Source: an optimization exercise on an open RTL-to-GDS flow (aim: small area and a short achievable clock period). Production flows keep margins and buffers that such runs may drop. RTL that was checked went through simulation tests only; none was proved equivalent to the original.

==> try-harbor <==
Design ck_crc_bank, start of the top module:
module ck_crc_bank (
    input  wire        clk,
    input  wire        rst_n,      
    input  wire        req,        
    input  wire        we,         
    input  wire [7:0]  addr,       
    input  wire [31:0] wdata,
    input  wire [3:0]  wstrb,      
    output wire        rvalid,     
    output wire [31:0] rdata
);
    reg [2:0]  cfg_poly [0:7];
    reg        cfg_finv [0:7];
    reg        cfg_refl [0:7];
    reg [31:0] val      [0:7];
    reg        s_rst;                  
    reg        s_rd;                   
    reg        s_rv, s_rc, s_rres;     
    reg        s_wcfg, s_wval;         
    reg        s_anyw, s_f16, s_f8, s_seed, s_fany;
    reg [7:0]  s_u;                    
    reg [31:0] s_w;                    
    reg [31:0] s_cv;                   
    reg [2:0]  s_cp;                   
    reg        s_cf, s_cr;
    reg        s_w8, s_w16, s_n32, s_n16, s_n8, s_r16, s_r32, s_i1, s_i2;
    wire [2:0] unit = addr[7:5];
    wire [2:0] rsel = addr[4:2];
    wire wr = req && we && (wstrb == 4'hF);
    wire rd = req && !we;
    integer k;
  ...
==> flow/config.mk <==
export PLATFORM = sky130hd
export DESIGN_NAME = ck_crc_bank
export DESIGN_NICKNAME = ck_crc_bank
export VERILOG_FILES = /design/flow/design.v
export SDC_FILE = /design/flow/constraint.sdc
export NUM_CORES = 4
export LEC_CHECK = 0
export CAP_MARGIN = 20
export CORE_MARGIN = 2
export CORE_UTILIZATION = 40
export CTS_BUF_LIST = sky130_fd_sc_hd__clkbuf_8
export CTS_CLUSTER_SIZE = 25
export SLEW_MARGIN = 20
==> flow/constraint.sdc <==
create_clock -name core_clock -period 30.0 [get_ports {clk}]
set_input_delay 6.0000 -clock core_clock [delete_from_list [all_inputs] [get_ports {clk}]]
set_output_delay 6.0000 -clock core_clock [all_outputs]
set_load 0.01 [all_outputs]
standard.sh (not shown) runs the stock make flow with config.mk's settings and CLKGATE_MAP_FILE= SYNTH_SCRIPT=/design/flow/synth_recipe.tcl, a recipe that flattens the netlist after the stock synthesis.
==> flow/flow/run.sh <==
#!/bin/bash
# Layout: the standard flow (standard synthesis included), run with the
# extra ORFS make variables listed in flow/make_args.txt: a setup margin for
# the resizer so that it sizes the netlist for a shorter achieved period, and
# the port buffer cell. Clock, constraints and scripts are unchanged.
set -euo pipefail
mapfile -t ARGS < <(grep -v '^#' flow/make_args.txt | grep -v '^$')
bash standard.sh "${ARGS[@]}" finish > flow_make.log 2>&1
==> flow/flow/make_args.txt <==
SETUP_SLACK_MARGIN=22.4
MATCH_CELL_FOOTPRINT=0
BUFFER_PORTS_ARGS=-buffer_cell sky130_fd_sc_hd__buf_2
==> inputs of try-cedar, as changes to try-harbor <==
--- a/flow/design.v
+++ b/flow/design.v
@@ -8,118 +8,71 @@
     input  wire [3:0]  wstrb,      
     output wire        rvalid,     
     output wire [31:0] rdata
 );
     reg [2:0]  cfg_poly [0:7];
     reg        cfg_finv [0:7];
     reg        cfg_refl [0:7];
     reg [31:0] val      [0:7];
-    reg        s_rst;                  
-    reg        s_rd;                   
-    reg        s_rv, s_rc, s_rres;     
-    reg        s_wcfg, s_wval;         
-    reg        s_anyw, s_f16, s_f8, s_seed, s_fany;
-    reg [7:0]  s_u;                    
-    reg [31:0] s_w;                    
-    reg [31:0] s_cv;                   
-    reg [2:0]  s_cp;                   
-    reg        s_cf, s_cr;
-    reg        s_w8, s_w16, s_n32, s_n16, s_n8, s_r16, s_r32, s_i1, s_i2;
-    wire [2:0] unit = addr[7:5];
+    reg        s_rd;               
+    reg        s_rcfg, s_rval, s_rres;
+    reg        s_wcfg, s_wval;     
+    reg        s_f32, s_f16, s_f8, s_seed;
+    reg [7:0]  s_u;                
+    reg [31:0] s_w;
     wire [2:0] rsel = addr[4:2];
     wire wr = req && we && (wstrb == 4'hF);
     wire rd = req && !we;
-    integer k;
-    function [8:0] cflags;
-        input [2:0] p;
-        input       f, r;
-        reg w8, w16, w32;
-        begin
-            w8  = p[2];
-            w16 = p[1] & p[0];
-            w32 = !w8 && !w16;
-            cflags = {w8, w16, !r && w32, !r && w16, !r && w8, r && !w8, r && w32, f && !w8, f && w32};
-        end
-    endfunction
-    wire        any_w = s_anyw;
-    wire [31:0] nval;                  
-    wire [31:0] vbus = nval | {32{s_rst}};
-    wire [4:0]  cbus = s_rst ? 5'b000_11 : s_w[4:0];
-    wire [7:0]  dec   = 8'b1 << unit;
-    wire [7:0]  vstal = (s_u & {8{any_w}}) | {8{s_rst}};
-    wire [7:0]  cstal = (s_u & {8{s_wcfg}}) | {8{s_rst}};
-    wire        vfwd  = |(dec & vstal);
-    wire        cfwd  = |(dec & cstal);
-    wire [8:0]  fwdfl = cflags(cbus[4:2], cbus[1], cbus[0]);
-    reg  [31:0] a_v;
-    reg  [2:0]  a_p;
-    reg         a_f, a_r;
-    reg  [8:0]  a_fl;
-    always @* begin
-        a_v  = vfwd ? vbus : 32'h0;
-        a_p  = cfwd ? cbus[4:2] : 3'b0;
-        a_f  = cfwd && cbus[1];
-        a_r  = cfwd && cbus[0];
-        a_fl = cfwd ? fwdfl : 9'b0;
-        for (k = 0; k < 8; k = k + 1) begin
-            if (dec[k] && !vstal[k])
-                a_v = a_v | val[k];
-            if (dec[k] && !cstal[k]) begin
-                a_p  = a_p | cfg_poly[k];
-                a_f  = a_f | cfg_finv[k];
-                a_r  = a_r | cfg_refl[k];
-                a_fl = a_fl | cflags(cfg_poly[k], cfg_finv[k], cfg_refl[k]);
-            end
-        end
-    end
     always @(posedge clk) begin
-        s_rst <= !rst_n;
-        s_u  <= dec;
-        s_w  <= wdata;
-        s_cv <= a_v;
-        s_cp <= a_p;
-        s_cf <= a_f;
-        s_cr <= a_r;
-        {s_w8, s_w16, s_n32, s_n16, s_n8, s_r16, s_r32, s_i1, s_i2} <= a_fl;
+        s_u <= 8'b1 << addr[7:5];
+        s_w <= wdata;
         if (!rst_n) begin
-            s_rd <= 1'b0; s_rv <= 1'b0; s_rc <= 1'b0; s_rres <= 1'b0;
+            s_rd <= 1'b0; s_rcfg <= 1'b0; s_rval <= 1'b0; s_rres <= 1'b0;
             s_wcfg <= 1'b0; s_wval <= 1'b0;
-            s_anyw <= 1'b0; s_f16 <= 1'b0; s_f8 <= 1'b0; s_seed <= 1'b0; s_fany <= 1'b0;
+            s_f32 <= 1'b0; s_f16 <= 1'b0; s_f8 <= 1'b0; s_seed <= 1'b0;
         end else begin
             s_rd   <= rd;
-            s_rv   <= rd && (rsel == 3'd1 || rsel == 3'd2);
-            s_rc   <= rd && rsel == 3'd0;
+            s_rcfg <= rd && rsel == 3'd0;
+            s_rval <= rd && rsel == 3'd1;
             s_rres <= rd && rsel == 3'd2;
             s_wcfg <= wr && rsel == 3'd0 && wdata[4:2] <= 3'b100;
             s_wval <= wr && rsel == 3'd1;
-            s_anyw <= wr && ((rsel == 3'd0 && wdata[4:2] <= 3'b100) || rsel == 3'd1 ||
-                             rsel == 3'd3 || rsel == 3'd4 || rsel == 3'd5 || rsel == 3'd6);
+            s_f32  <= wr && (rsel == 3'd3 || rsel == 3'd4);
             s_f16  <= wr && rsel == 3'd5;
             s_f8   <= wr && rsel == 3'd6;
-            s_fany <= wr && (rsel == 3'd3 || rsel == 3'd4 || rsel == 3'd5 || rsel == 3'd6);
             s_seed <= rsel == 3'd3;
         end
     end
+    reg [31:0] cv;
+    reg [2:0]  cp;
+    reg        cf, cr;
+    integer k;
+    always @* begin
+        cv = 32'h0; cp = 3'b0; cf = 1'b0; cr = 1'b0;
+        for (k = 0; k < 8; k = k + 1) begin
+            cv = cv | (val[k] & {32{s_u[k]}});
+            cp = cp | (cfg_poly[k] & {3{s_u[k]}});
+            cf = cf | (cfg_finv[k] & s_u[k]);
+            cr = cr | (cfg_refl[k] & s_u[k]);
+        end
+    end
+    wire w8  = cp[2];
+    wire w16 = cp[1] & cp[0];
+    wire w32 = !w8 && !w16;
+    wire [31:0] cmask = w8 ? 32'h0000_00FF : (w16 ? 32'h0000_FFFF : 32'hFFFF_FFFF);
     assign rvalid = s_rd;
-    assign rdata  = (({32{s_rv}} & s_cv) ^ ({32{s_rres}} & {{16{s_i2}}, {8{s_i1}}, {8{s_cf}}}))
-                  | ({32{s_rc}} & {27'b0, s_cp, s_cf, s_cr});
+    assign rdata  = ({32{s_rcfg}} & {27'b0, cp, cf, cr})
+                  | ({32{s_rval | s_rres}} & (cv ^ ({32{s_rres & cf}} & cmask)));
     function [31:0] rev32;
         input [31:0] x;
         integer i;
         for (i = 0; i < 32; i = i + 1) rev32[i] = x[31-i];
     endfunction
-    wire [31:0] cv = s_cv;
-    wire [2:0]  cp = s_cp;
-    wire        cr = s_cr;
-    wire w8  = s_w8;
-    wire w16 = s_w16;
-    wire [31:0] cmask = w8 ? 32'h0000_00FF : (w16 ? 32'h0000_FFFF : 32'hFFFF_FFFF);
-    wire [31:0] cin = ({32{s_cr}} & rev32(cv)) | ({32{s_n32}} & cv)
-                    | ({32{s_n16}} & {cv[15:0], 16'b0}) | ({32{s_n8}} & {cv[7:0], 24'b0});
+    wire [31:0] cin = cr ? rev32(cv) : (w8 ? {cv[7:0], 24'b0} : (w16 ? {cv[15:0], 16'b0} : cv));
     wire [31:0] w_bs  = {s_w[7:0], s_w[15:8], s_w[23:16], s_w[31:24]};
     wire [31:0] dord  = s_seed ? s_w : w_bs;
     wire [31:0] drev  = rev32({dord[7:0], dord[15:8], dord[23:16], dord[31:24]});
     wire [31:0] dfull = cr ? drev : dord;
     wire [31:0] dmask = s_f8 ? 32'hFF00_0000 : (s_f16 ? 32'hFFFF_0000 : 32'hFFFF_FFFF);
     wire [31:0] t = cin ^ (dfull & dmask);
     wire [31:0] u = s_f8 ? {24'b0, t[31:24]} : (s_f16 ? {16'b0, t[31:16]} : t);
     wire [31:0] lower = s_f8 ? {t[23:0], 8'b0} : (s_f16 ? {t[15:0], 16'b0} : 32'b0);
@@ -196,26 +149,28 @@
     assign r[25] = lower[25] ^ (ps14 & (u[25])) ^ (ps15 & (u[14])) ^ (ps16 & (u[2])) ^ (ps17 & (u[11] ^ u[18] ^ u[19] ^ u[22] ^ u[31])) ^ (ps32 & (u[9] ^ u[12] ^ u[24])) ^ (ps20 & (u[20] ^ u[23])) ^ (ps21 & (u[29])) ^ (ps23 & (u[8] ^ u[17])) ^ (ps24 & (u[1] ^ u[27])) ^ (ps33 & (u[0])) ^ (ps25 & (u[5] ^ u[7])) ^ (ps34 & (u[6])) ^ (ps35 & (u[3])) ^ (ps28 & (u[26] ^ u[30])) ^ (ps29 & (u[4] ^ u[13])) ^ (ps36 & (u[16])) ^ (ps37 & (u[15])) ^ (ps31 & (u[21])) ^ (u[28]);
     assign r[26] = lower[26] ^ (ps15 & (u[8])) ^ (ps38 & (u[20])) ^ (ps17 & (u[19] ^ u[26])) ^ (ps32 & (u[5])) ^ (ps19 & (u[27])) ^ (ps39 & (u[13])) ^ (ps40 & (u[22])) ^ (ps21 & (u[31])) ^ (ps22 & (u[18])) ^ (ps24 & (u[11])) ^ (ps33 & (u[1] ^ u[12])) ^ (ps25 & (u[2])) ^ (ps34 & (u[15])) ^ (ps41 & (u[4])) ^ (ps35 & (u[6] ^ u[23])) ^ (ps27 & (u[0] ^ u[3] ^ u[28])) ^ (ps28 & (u[9] ^ u[16] ^ u[17] ^ u[30])) ^ (ps29 & (u[14])) ^ (ps30 & (u[21])) ^ (ps36 & (u[29])) ^ (ps42 & (u[10])) ^ (ps37 & (u[24])) ^ (u[25]);
     assign r[27] = lower[27] ^ (ps14 & (u[12])) ^ (ps43 & (u[3])) ^ (ps38 & (u[7])) ^ (ps16 & (u[5] ^ u[24])) ^ (ps17 & (u[20])) ^ (ps32 & (u[10] ^ u[28])) ^ (ps19 & (u[6] ^ u[15] ^ u[31])) ^ (ps39 & (u[14] ^ u[22] ^ u[30])) ^ (ps40 & (u[11] ^ u[25])) ^ (ps22 & (u[19])) ^ (ps33 & (u[0] ^ u[2] ^ u[8] ^ u[13])) ^ (ps25 & (u[9] ^ u[16])) ^ (ps35 & (u[21])) ^ (ps26 & (u[4])) ^ (ps27 & (u[1] ^ u[27] ^ u[29])) ^ (ps29 & (u[17] ^ u[18])) ^ (ps37 & (u[23])) ^ (ps31 & (u[26]));
     assign r[28] = lower[28] ^ (ps15 & (u[13])) ^ (ps38 & (u[20])) ^ (ps17 & (u[6] ^ u[25])) ^ (ps18 & (u[12] ^ u[21] ^ u[26])) ^ (ps32 & (u[16] ^ u[29])) ^ (ps19 & (u[23])) ^ (ps39 & (u[7] ^ u[15])) ^ (ps20 & (u[0] ^ u[4] ^ u[31])) ^ (ps21 & (u[8])) ^ (ps33 & (u[1] ^ u[14] ^ u[17] ^ u[19])) ^ (ps25 & (u[9] ^ u[10])) ^ (ps34 & (u[3])) ^ (ps35 & (u[2])) ^ (ps26 & (u[30])) ^ (ps27 & (u[5] ^ u[27])) ^ (ps28 & (u[18])) ^ (ps42 & (u[28])) ^ (u[22] ^ u[24]);
     assign r[29] = lower[29] ^ (ps14 & (u[15])) ^ (ps43 & (u[10] ^ u[11])) ^ (ps15 & (u[14])) ^ (ps38 & (u[26])) ^ (ps16 & (u[13])) ^ (ps17 & (u[31])) ^ (ps18 & (u[3])) ^ (ps39 & (u[16] ^ u[17])) ^ (ps20 & (u[1])) ^ (ps21 & (u[23] ^ u[25])) ^ (ps33 & (u[18])) ^ (ps25 & (u[0] ^ u[12])) ^ (ps34 & (u[2] ^ u[4] ^ u[20])) ^ (ps41 & (u[7] ^ u[21])) ^ (ps35 & (u[6] ^ u[22] ^ u[28])) ^ (ps27 & (u[27])) ^ (ps28 & (u[19] ^ u[30])) ^ (ps30 & (u[8])) ^ (ps36 & (u[5] ^ u[24])) ^ (ps42 & (u[29])) ^ (u[9]);
     assign r[30] = lower[30] ^ (ps14 & (u[16])) ^ (ps43 & (u[0] ^ u[11])) ^ (ps15 & (u[15])) ^ (ps38 & (u[27])) ^ (ps16 & (u[14])) ^ (ps18 & (u[4])) ^ (ps32 & (u[17])) ^ (ps19 & (u[2])) ^ (ps39 & (u[18])) ^ (ps23 & (u[24] ^ u[26])) ^ (ps24 & (u[13])) ^ (ps33 & (u[3] ^ u[19])) ^ (ps25 & (u[1])) ^ (ps34 & (u[5] ^ u[21])) ^ (ps41 & (u[8])) ^ (ps35 & (u[28] ^ u[29])) ^ (ps26 & (u[22])) ^ (ps27 & (u[7] ^ u[23])) ^ (ps28 & (u[9] ^ u[31])) ^ (ps29 & (u[6] ^ u[25])) ^ (ps30 & (u[20])) ^ (ps42 & (u[30])) ^ (u[10]);
     assign r[31] = lower[31] ^ (ps14 & (u[17])) ^ (ps43 & (u[1] ^ u[12])) ^ (ps15 & (u[16])) ^ (ps38 & (u[28])) ^ (ps16 & (u[15])) ^ (ps18 & (u[5])) ^ (ps32 & (u[18])) ^ (ps19 & (u[3])) ^ (ps39 & (u[19])) ^ (ps23 & (u[25] ^ u[27])) ^ (ps24 & (u[14])) ^ (ps33 & (u[4] ^ u[20])) ^ (ps25 & (u[2])) ^ (ps34 & (u[6] ^ u[22])) ^ (ps41 & (u[9])) ^ (ps35 & (u[29] ^ u[30])) ^ (ps26 & (u[23])) ^ (ps27 & (u[8] ^ u[24])) ^ (ps28 & (u[10])) ^ (ps29 & (u[7] ^ u[26])) ^ (ps30 & (u[21])) ^ (ps42 & (u[31])) ^ (u[11]);
     wire [31:0] rr = rev32(r);
-    wire [31:0] fold = ({{16{s_r32}}, {8{s_r16}}, {8{s_cr}}} & rr) | ({32{s_n32}} & r)
-                     | ({32{s_n16}} & {16'b0, r[31:16]}) | ({32{s_n8}} & {24'b0, r[31:24]});
+    wire [31:0] fold = cr ? (rr & cmask) : (w8 ? {24'b0, r[31:24]} : (w16 ? {16'b0, r[31:16]} : r));
     wire [31:0] vmask_new = (s_w[4:2] == 3'b100) ? 32'h0000_00FF :
                             (s_w[4:2] == 3'b011) ? 32'h0000_FFFF : 32'hFFFF_FFFF;
-    assign nval = ({32{s_wcfg}} & cv & vmask_new) | ({32{s_wval}} & s_w & cmask)
-                | ({32{s_fany}} & fold);
+    wire [31:0] nval = s_wcfg ? (cv & vmask_new) :
+                       s_wval ? (s_w & cmask) : fold;
+    wire        any_w = s_wcfg | s_wval | s_f32 | s_f16 | s_f8;
+    wire [31:0] vbus = nval | {32{!rst_n}};
+    wire [4:0]  cbus = rst_n ? s_w[4:0] : 5'b000_11;
     always @(posedge clk) begin
         for (k = 0; k < 8; k = k + 1) begin
-            if (s_rst || (any_w && s_u[k]))
+            if (!rst_n || (any_w && s_u[k]))
                 val[k] <= vbus;
-            if (s_rst || (s_wcfg && s_u[k])) begin
+            if (!rst_n || (s_wcfg && s_u[k])) begin
                 cfg_poly[k] <= cbus[4:2];
                 cfg_finv[k] <= cbus[1];
                 cfg_refl[k] <= cbus[0];
             end
         end
     end
 endmodule
==> flow/run.sh (new file) <==
#!/bin/bash
# synth_recipe.tcl (not shown) runs the flow's synth.tcl, then flattens the netlist and writes it again
# the make line also repeats each setting of config.mk as NAME=value (left out here)
make -C /OpenROAD-flow-scripts/flow DESIGN_CONFIG=/design/flow/config.mk WORK_HOME=/design/flow/orfs CLKGATE_MAP_FILE= SYNTH_SCRIPT=/design/flow/synth_recipe.tcl finish
CORE_UTILIZATION = 25   (was 40)
CTS_BUF_LIST = default   (was sky130_fd_sc_hd__clkbuf_8)
CTS_CLUSTER_SIZE = default   (was 25)
SETUP_SLACK_MARGIN = 3   (was default)
removed: flow/flow/run.sh
removed: flow/flow/make_args.txt
removed: flow/standard.sh
==> inputs of try-yarrow, as changes to try-harbor <==
--- a/flow/design.v
+++ b/flow/design.v
@@ -10,102 +10,100 @@
     output wire [31:0] rdata
 );
     reg [2:0]  cfg_poly [0:7];
     reg        cfg_finv [0:7];
     reg        cfg_refl [0:7];
     reg [31:0] val      [0:7];
     reg        s_rst;                  
     reg        s_rd;                   
-    reg        s_rv, s_rc, s_rres;     
+    reg        s_rv, s_rc;             
+    reg        s_inv0, s_inv1, s_inv2;  
     reg        s_wcfg, s_wval;         
-    reg        s_anyw, s_f16, s_f8, s_seed, s_fany;
+    reg        s_f32, s_f16, s_f8, s_seed;
     reg [7:0]  s_u;                    
     reg [31:0] s_w;                    
     reg [31:0] s_cv;                   
     reg [2:0]  s_cp;                   
     reg        s_cf, s_cr;
-    reg        s_w8, s_w16, s_n32, s_n16, s_n8, s_r16, s_r32, s_i1, s_i2;
+    reg        s_n32, s_n16, s_n8;
+    reg        s_r16, s_r32;
+    reg        s_w8, s_w16;
+    reg        s_fany;
     wire [2:0] unit = addr[7:5];
     wire [2:0] rsel = addr[4:2];
     wire wr = req && we && (wstrb == 4'hF);
     wire rd = req && !we;
     integer k;
-    function [8:0] cflags;
-        input [2:0] p;
-        input       f, r;
-        reg w8, w16, w32;
-        begin
-            w8  = p[2];
-            w16 = p[1] & p[0];
-            w32 = !w8 && !w16;
-            cflags = {w8, w16, !r && w32, !r && w16, !r && w8, r && !w8, r && w32, f && !w8, f && w32};
-        end
-    endfunction
-    wire        any_w = s_anyw;
+    wire        any_w = s_wcfg | s_wval | s_f32 | s_f16 | s_f8;
     wire [31:0] nval;                  
     wire [31:0] vbus = nval | {32{s_rst}};
     wire [4:0]  cbus = s_rst ? 5'b000_11 : s_w[4:0];
     wire [7:0]  dec   = 8'b1 << unit;
     wire [7:0]  vstal = (s_u & {8{any_w}}) | {8{s_rst}};
     wire [7:0]  cstal = (s_u & {8{s_wcfg}}) | {8{s_rst}};
-    wire        vfwd  = |(dec & vstal);
-    wire        cfwd  = |(dec & cstal);
-    wire [8:0]  fwdfl = cflags(cbus[4:2], cbus[1], cbus[0]);
     reg  [31:0] a_v;
     reg  [2:0]  a_p;
     reg         a_f, a_r;
-    reg  [8:0]  a_fl;
     always @* begin
-        a_v  = vfwd ? vbus : 32'h0;
-        a_p  = cfwd ? cbus[4:2] : 3'b0;
-        a_f  = cfwd && cbus[1];
-        a_r  = cfwd && cbus[0];
-        a_fl = cfwd ? fwdfl : 9'b0;
+        a_v = (|(dec & vstal)) ? vbus : 32'h0;
+        a_p = (|(dec & cstal)) ? cbus[4:2] : 3'b0;
+        a_f = (|(dec & cstal)) && cbus[1];
+        a_r = (|(dec & cstal)) && cbus[0];
         for (k = 0; k < 8; k = k + 1) begin
             if (dec[k] && !vstal[k])
                 a_v = a_v | val[k];
             if (dec[k] && !cstal[k]) begin
-                a_p  = a_p | cfg_poly[k];
-                a_f  = a_f | cfg_finv[k];
-                a_r  = a_r | cfg_refl[k];
-                a_fl = a_fl | cflags(cfg_poly[k], cfg_finv[k], cfg_refl[k]);
+                a_p = a_p | cfg_poly[k];
+                a_f = a_f | cfg_finv[k];
+                a_r = a_r | cfg_refl[k];
             end
         end
     end
+    wire a_w8  = a_p[2];
+    wire a_w16 = a_p[1] & a_p[0];
+    wire a_inv = rd && rsel == 3'd2 && a_f;
     always @(posedge clk) begin
         s_rst <= !rst_n;
         s_u  <= dec;
         s_w  <= wdata;
         s_cv <= a_v;
         s_cp <= a_p;
         s_cf <= a_f;
         s_cr <= a_r;
-        {s_w8, s_w16, s_n32, s_n16, s_n8, s_r16, s_r32, s_i1, s_i2} <= a_fl;
+        s_n32 <= !a_r && !a_w8 && !a_w16;
+        s_n16 <= !a_r && a_w16;
+        s_n8  <= !a_r && a_w8;
+        s_r16 <= a_r && !a_w8;
+        s_r32 <= a_r && !a_w8 && !a_w16;
+        s_w8  <= a_w8;
+        s_w16 <= a_w16;
         if (!rst_n) begin
-            s_rd <= 1'b0; s_rv <= 1'b0; s_rc <= 1'b0; s_rres <= 1'b0;
+            s_rd <= 1'b0; s_rv <= 1'b0; s_rc <= 1'b0;
+            s_inv0 <= 1'b0; s_inv1 <= 1'b0; s_inv2 <= 1'b0;
             s_wcfg <= 1'b0; s_wval <= 1'b0;
-            s_anyw <= 1'b0; s_f16 <= 1'b0; s_f8 <= 1'b0; s_seed <= 1'b0; s_fany <= 1'b0;
+            s_f32 <= 1'b0; s_f16 <= 1'b0; s_f8 <= 1'b0; s_seed <= 1'b0; s_fany <= 1'b0;
         end else begin
             s_rd   <= rd;
             s_rv   <= rd && (rsel == 3'd1 || rsel == 3'd2);
             s_rc   <= rd && rsel == 3'd0;
-            s_rres <= rd && rsel == 3'd2;
+            s_inv0 <= a_inv;
+            s_inv1 <= a_inv && !a_w8;
+            s_inv2 <= a_inv && !a_w8 && !a_w16;
             s_wcfg <= wr && rsel == 3'd0 && wdata[4:2] <= 3'b100;
             s_wval <= wr && rsel == 3'd1;
-            s_anyw <= wr && ((rsel == 3'd0 && wdata[4:2] <= 3'b100) || rsel == 3'd1 ||
-                             rsel == 3'd3 || rsel == 3'd4 || rsel == 3'd5 || rsel == 3'd6);
+            s_f32  <= wr && (rsel == 3'd3 || rsel == 3'd4);
             s_f16  <= wr && rsel == 3'd5;
             s_f8   <= wr && rsel == 3'd6;
             s_fany <= wr && (rsel == 3'd3 || rsel == 3'd4 || rsel == 3'd5 || rsel == 3'd6);
             s_seed <= rsel == 3'd3;
         end
     end
     assign rvalid = s_rd;
-    assign rdata  = (({32{s_rv}} & s_cv) ^ ({32{s_rres}} & {{16{s_i2}}, {8{s_i1}}, {8{s_cf}}}))
+    assign rdata  = ({32{s_rv}} & (s_cv ^ {{16{s_inv2}}, {8{s_inv1}}, {8{s_inv0}}}))
                   | ({32{s_rc}} & {27'b0, s_cp, s_cf, s_cr});
     function [31:0] rev32;
         input [31:0] x;
         integer i;
         for (i = 0; i < 32; i = i + 1) rev32[i] = x[31-i];
     endfunction
     wire [31:0] cv = s_cv;
     wire [2:0]  cp = s_cp;
==> flow/flow/make_args.txt (replaced) <==
SETUP_SLACK_MARGIN=22.7
MATCH_CELL_FOOTPRINT=0
BUFFER_PORTS_ARGS=-buffer_cell sky130_fd_sc_hd__buf_2
==> notes <==
Die area: try-cedar > try-harbor > try-yarrow. Hold slack, lowest first: try-harbor, try-yarrow, try-cedar. Clock skew, highest first: try-yarrow, try-harbor, try-cedar. The highest via count belongs to try-harbor, the lowest to try-cedar. Area after synthesis: try-cedar < try-yarrow < try-harbor. Register-to-register slack: try-harbor is lower than try-yarrow (0.30 ns).
Function not checked in try-harbor: the RTL went through the layout flow alone.

[port drivers added, routing unchanged]
In the flow no input, the clock included, has a driving cell. The finished layouts below were timed again as built, in two steps. Step 1 (the two cells are an assumption about what drives the block):
set clk [get_ports {clk}]
set_driving_cell -lib_cell sky130_fd_sc_hd__clkbuf_16 $clk
set_driving_cell -lib_cell sky130_fd_sc_hd__buf_2 [delete_from_list [all_inputs] $clk]
Step 2 moves the port delays by t, midway between the first and last clock arrival at a register: inputs arrive t later, outputs are due t later. That takes back most of the time a late clock gives input paths. Three values: ideal, step 1, step 2; two values: the first two.
| run | t (ns) | slack for setup (ns) | hold slack, ns |
|---|---|---|---|
| try-harbor | 0.643 | 22.340 / 22.295 / 21.943 | 0.466 / 0.466 / 0.466 |
| try-cedar | 0.615 | 20.088 / 20.026 / 20.640 | 0.827 / 0.827 / 0.827 |
| try-yarrow | 0.646 | 22.404 / 22.357 / 22.154 | 0.491 / 0.491 / 0.491 |
After both steps setup and hold are still met in every run listed. The setup slack of try-harbor, which loses most, moves by -0.045 ns with the drivers and by -0.397 ns with both steps.
